What follows belongs to an exercise in optimizing a design on an open flow for small area and a short achievable clock period; a production flow would make more cautious choices.
Only simulation tests tie the RTL to the original design; equivalence was not proved.

## wfq_admit
module wfq_admit (
    input  wire        clk,
    input  wire        rst,           
    input  wire        join_valid,
    input  wire [2:0]  join_flow,
    input  wire [6:0]  join_cells,
    input  wire [7:0]  join_weight,
    input  wire [2:0]  adm_limit,
    output reg  [2:0]  adm_count,
    output reg  [11:0] adm_flow,
    output reg  [47:0] vtime,
    output wire [7:0]  full
);
Size: about 2100 flip-flops, ~95 I/O pins.
export LEC_CHECK = 0
export ABC_AREA = 1
export CAP_MARGIN = 10
export CORE_MARGIN = 2
export CORE_UTILIZATION = 30
export CTS_BUF_LIST = sky130_fd_sc_hd__clkbuf_16
export CTS_CLUSTER_DIAMETER = 120
export CTS_CLUSTER_SIZE = 20
export SLEW_MARGIN = 10
create_clock -name core_clock -period 300.0 [get_ports {clk}]
standard.sh (not shown) runs the stock make flow with config.mk's settings and CLKGATE_MAP_FILE= SYNTH_SCRIPT=/design/flow/synth_recipe.tcl, a recipe that flattens the netlist after the stock synthesis.
==> flow/flow/run.sh <==
#!/bin/bash
# Own flow: the standard layout (standard.sh, ORFS from synthesis to the
# final layout) with two changes:
# - ABC maps the logic with an area-oriented script (flow/abc_area.script:
#   dc2, dch -f, map -a) instead of ORFS's abc_area.script, which maps for
#   delay and then buffers and upsizes. Registers are mapped before ABC runs,
#   so they are the standard synthesis's.
# - ORFS's repair_timing steps (floorplan, after CTS, after global routing)
#   run with a setup margin of 237 ns, so they work on the paths longer than
#   63 ns of the 300 ns clock. The constraints are the design's.
set -euo pipefail
W=$(pwd)
rm -rf "$W/scripts"
cp -a "$FLOW_HOME/scripts" "$W/scripts"
cp "$W/flow/abc_area.script" "$W/scripts/abc_area.script"
export SCRIPTS_DIR="$W/scripts"
bash "$W/standard.sh" SETUP_SLACK_MARGIN=237 finish > "$W/standard_make.log" 2>&1
==> flow/flow/abc_area.script <==
strash
dc2
dch -f
map -a
topo
stime -c
The baseline finished but fails on max-capacitance violations, max-slew violations.
Change:
--- a/flow/flow/run.sh
+++ b/flow/flow/run.sh
@@ -3 +3 @@
-# final layout) with two changes:
+# final layout) with three changes:
@@ -5,3 +5,4 @@
-#   dc2, dch -f, map -a) instead of ORFS's abc_area.script, which maps for
-#   delay and then buffers and upsizes. Registers are mapped before ABC runs,
-#   so they are the standard synthesis's.
+#   &deepsyn for 120 s, then dch -f and amap) instead of ORFS's
+#   abc_area.script, which maps for delay and then buffers and upsizes.
+#   Registers are mapped before ABC runs, so they are the standard
+#   synthesis's.
@@ -10,0 +12,2 @@
+# - The port buffers are buf_2 cells instead of the delay cells buffer_ports
+#   picks by default.
@@ -17 +20 @@
-bash "$W/standard.sh" SETUP_SLACK_MARGIN=237 finish > "$W/standard_make.log" 2>&1
+bash "$W/standard.sh" SETUP_SLACK_MARGIN=237 "BUFFER_PORTS_ARGS=-buffer_cell sky130_fd_sc_hd__buf_2" finish > "$W/standard_make.log" 2>&1
==> flow/flow/abc_area.script (replaced) <==
strash
&get -n
&deepsyn -T 120
&put
dch -f
amap -F 8 -A 16 -C 1000
topo
stime -c
- CAP_MARGIN: 10 -> 20
- CORE_UTILIZATION: 30 -> 40
- SLEW_MARGIN: 10 -> 20
What happened: Now the flow aborted during global routing (5_1_grt), error GRT-0229. Synthesized cell count falls by 27%. Area after synthesis went down by 12%.
Change:
- CORE_UTILIZATION: 40 -> 30
Effect: This time the run finished clean; synthesized area does not change; synthesized cell count stays the same.
Change:
==> flow/flow/run.sh (replaced) <==
#!/bin/bash
# Own flow: the standard layout (standard.sh, ORFS from synthesis to the
# final layout) with two changes:
# - ABC maps the logic with an area-oriented script (flow/abc_area.script:
#   deepsyn for 120 s, then dch -f and amap) instead of ORFS's abc_area.script, which maps for
#   delay and then buffers and upsizes. Registers are mapped before ABC runs,
#   so they are the standard synthesis's.
# - ORFS's repair_timing steps (floorplan, after CTS, after global routing)
#   run with a setup margin of 237 ns, so they work on the paths longer than
#   63 ns of the 300 ns clock. The constraints are the design's.
set -euo pipefail
W=$(pwd)
rm -rf "$W/scripts"
cp -a "$FLOW_HOME/scripts" "$W/scripts"
cp "$W/flow/abc_area.script" "$W/scripts/abc_area.script"
export SCRIPTS_DIR="$W/scripts"
bash "$W/standard.sh" SETUP_SLACK_MARGIN=237 finish > "$W/standard_make.log" 2>&1
Outcome: The changed run completed with no timing, DRC or antenna violations; via count came out higher by about 0.57%; final area came out higher by about 0.7%; clock skew rises by 0.013 ns; wire length climbs by about 4%; hold slack gets better by 0.017 ns; setup slack got worse by 0.11 ns.

---

wfq_admit, a different RTL version from the one above (not shown whole).
Size in the first run: ~2100 flip-flops, about 95 I/O pins, about 150000 um^2 of cells after synthesis.
Settings: LEC_CHECK=0, ABC_AREA=1, CAP_MARGIN=20, CORE_MARGIN=2, CORE_UTILIZATION=55, SLEW_MARGIN=20; clock period 300.0 ns.
run.sh (not shown) runs the stock make flow with config.mk's settings and CLKGATE_MAP_FILE= SYNTH_SCRIPT=/design/flow/synth_recipe.tcl, a recipe that flattens the netlist after the stock synthesis.
Stock flow here: none of the scripts above is used.
Next try:
--- a/flow/config.mk
+++ b/flow/config.mk
@@ -11 +11 @@
-export CORE_UTILIZATION = 55
+export CORE_UTILIZATION = 30
Outcome:
- global-route usage came out lower by 23 points
- setup slack improves by 0.085 ns
- cell count rises by roughly a tenth
- design area rose by a few percent
- utilization drops by 26 points

what the ideal ports hide:
The flow's constraints put no driver on any port. The routed layouts listed below were extracted and timed again, unchanged, in two steps.
Step 1 assumes that a clkbuf_16 drives the clock port and a buf_2 every other input.
Step 2 moves the port delays by t, midway between the first and last clock arrival at a register: inputs arrive t later, outputs are due t later. That takes back most of the time a late clock gives input paths.
a / b / c = no drivers / after step 1 / after step 2; a / b = the first two.
run | t, ns | setup WS [ns] | clock arrival spread, ns | cell pins on the clock port's net
the first run of note 1 | 1.070 | 237.005 / 237.069 / 236.016 | 0.101 / 0.100 | 1
the third run of note 1 | 1.045 | 236.864 / 236.844 / 235.900 | 0.100 / 0.100 | 1
the fourth run of note 1 | 1.063 | 236.756 / 236.861 / 235.798 | 0.112 / 0.112 | 1
the first run of note 2 | 1.060 | 235.263 / 235.360 / 234.300 | 0.064 / 0.064 | 1
the second run of note 2 | 1.121 | 235.348 / 235.359 / 234.238 | 0.090 / 0.090 | 1
The setup slack of the second run of note 2, which loses most, moves by +0.011 ns with the drivers and by -1.110 ns with both steps.
